What follows belongs to an exercise in optimizing a design on an open flow for small area, a short achievable clock period and few clock cycles; a production flow would make more cautious choices. Only simulation tests tie the RTL to the original design; equivalence was not proved.

v19:
## clover_chain
module clover_chain (
    input  wire         clk,
    input  wire         rst,           
    input  wire         clear,         
    input  wire         start,         
    output wire         ready,
    input  wire [15:0]  in_y,          
    input  wire [15:0]  in_r,          
    input  wire [15:0]  in_f,          
    input  wire [15:0]  in_cout,       
    input  wire         in_fb,         
    input  wire         in_preload,    
    input  wire [2:0]   in_hstage,     
    input  wire         in_slewing,    
    input  wire         in_clamp_pos,  
    input  wire         in_clamp_neg,  
    output wire [2:0]   cfg_sel,       
    input  wire [15:0]  cfg_op,        
    input  wire [255:0] cfg_par,       
    output reg          done,
    output reg  [15:0]  out_b,         
    output reg  [3:0]   out_sat        
);
Size: roughly 24,000 cells after synthesis, ~1,600 flip-flops, about 370 I/O pins.
==> flow/config.mk <==
export PLATFORM = sky130hd
export DESIGN_NAME = clover_chain
export DESIGN_NICKNAME = clover_chain
export VERILOG_FILES = /design/flow/design.v
export SDC_FILE = /design/flow/constraint.sdc
export NUM_CORES = 8
export LEC_CHECK = 0
export ABC_AREA = 1
export CAP_MARGIN = 50
export CORE_MARGIN = 2
export CORE_UTILIZATION = 45
export SLEW_MARGIN = 50
==> flow/constraint.sdc <==
create_clock -name core_clock -period 70.0 [get_ports {clk}]
set_input_delay 14.0000 -clock core_clock [delete_from_list [all_inputs] [get_ports {clk}]]
set_output_delay 14.0000 -clock core_clock [all_outputs]
set_load 0.01 [all_outputs]
run.sh (not shown) runs the stock make flow with config.mk's settings and CLKGATE_MAP_FILE= SYNTH_SCRIPT=/design/flow/synth_recipe.tcl, a recipe that flattens the netlist after the stock synthesis.
v19 has completed all stages; timing, DRC and antenna checks passed.
Testbench counts of v19, summed over its fixed seeds: cycles 49,400.
diff inputs: v19 => v46
diff --git a/flow/config.mk b/flow/config.mk
--- a/flow/config.mk
+++ b/flow/config.mk
@@ -10,3 +10,3 @@
 export CORE_MARGIN = 2
-export CORE_UTILIZATION = 45
+export CORE_UTILIZATION = 40
 export SLEW_MARGIN = 50
==> summary.txt <==
Having completed the whole flow, v46 delivered a layout that passed the timing, DRC and antenna checks.
v19 finished all stages; the layout is clean.
Total iterations of the first detailed-routing run in v46 vs v19: up 2
Area of all placed cells without fillers, v46 and v19: higher on v46
v19 leaves more setup margin than v46.
The inputs of v7 differ from those of v46 as listed below.
diff --git a/flow/config.mk b/flow/config.mk
--- a/flow/config.mk
+++ b/flow/config.mk
@@ -8,5 +8,5 @@
 export ABC_AREA = 1
-export CAP_MARGIN = 50
+export CAP_MARGIN = 40
 export CORE_MARGIN = 2
 export CORE_UTILIZATION = 40
-export SLEW_MARGIN = 50
+export SLEW_MARGIN = 30
## What came out
The higher least setup slack across all paths after layout of v46 and v7 is in v46. In the metrics for v46 and v7, the one carrying the lower worst slack on hold paths is v7. On vias per cell, v46 and v7 are neck and neck. The area of all placed cells without fillers was comparable across v46 and v7. | delay contributed by the slowest stage of the critical path | lower: v46 |.

---

Another version of the RTL of clover_chain (not shown whole).
Size: ~22000 cells after synthesis, roughly 1600 flip-flops, ~370 I/O pins, roughly 170000 µm² of cells after synthesis.
clock: 70.0 ns
lec_check: 0
abc_area: 1
cap_margin: 70
core_margin: 2
core_utilization: 50
slew_margin: 70
Testbench counts at the start, summed over its fixed seeds: cycles 49,400.
Rerun with:
Settings changed: CAP_MARGIN 70 to 90, CORE_UTILIZATION 50 to 40, SLEW_MARGIN 70 to 90.
- The new run stopped in global routing (GRT-0116)
- area after synthesis does not change
- synthesized cell count stays the same
Rerun with:
Settings changed: CAP_MARGIN 90 to 50, SLEW_MARGIN 90 to 50.
After rerunning: The changed run finished clean; area after synthesis does not change; synthesized cell count stays the same.

---

Another version of the RTL of clover_chain (not shown whole).
Size in the first run: about 24000 cells after synthesis, roughly 1700 flip-flops, about 180000 um^2 of cells after synthesis.
clock: 70.0 ns
lec_check: 0
abc_area: 1
cap_margin: 50
core_margin: 2
core_utilization: 45
slew_margin: 50
Testbench counts at the start, summed over its fixed seeds: cycles 49,400.
Change:
Settings changed: CORE_UTILIZATION 45 to 40.
=> The new run completed with no timing, DRC or antenna violations. Wire length goes up by about 6%. Flip-flop and latch count stays the same. Via count hardly moves. Hold slack got worse by 0.034 ns. Clock skew goes down by 0.0080 ns. Non-clock buffer count goes up by 18. First-iteration DRC count goes down by 10%. Design area goes up by 0.73%. Core utilization goes down by 5.2 points.

## static timing again, ports no longer ideal
Ports are ideal in the flow. The routed layouts listed here were re-timed in OpenROAD. Step 1: set_driving_cell puts a clkbuf_16 on clk and a buf_2 on each other input, an assumption about the parent block. Step 2 times the ports against the registers' clock, not the clock port: input delays grow and output delays shrink by t, the midpoint of the rising clock arrivals with the driver on. Three values: ideal ports, drivers, drivers and shift; two values: the first two.
run | t, ns | slack for setup (ns) | latest minus earliest clock arrival (ns) | pins driven straight from the clock port
v19 | 1.075 | 51.783 / 51.783 / 51.783 | 0.171 / 0.170 | 1
v46 | 1.054 | 51.704 / 51.704 / 51.704 | 0.168 / 0.167 | 1
v7 | 1.067 | 51.160 / 51.160 / 51.160 | 0.173 / 0.173 | 1
the first run of note 2 | 1.034 | 52.702 / 52.702 / 52.702 | 0.163 / 0.163 | 1
the third run of note 2 | 1.032 | 52.259 / 52.259 / 52.259 | 0.136 / 0.137 | 1
the first run of note 3 | 1.070 | 52.297 / 52.297 / 52.297 | 0.171 / 0.171 | 1
the second run of note 3 | 1.069 | 52.132 / 52.132 / 52.132 | 0.157 / 0.157 | 1
After both steps setup and hold are still met in every run listed.
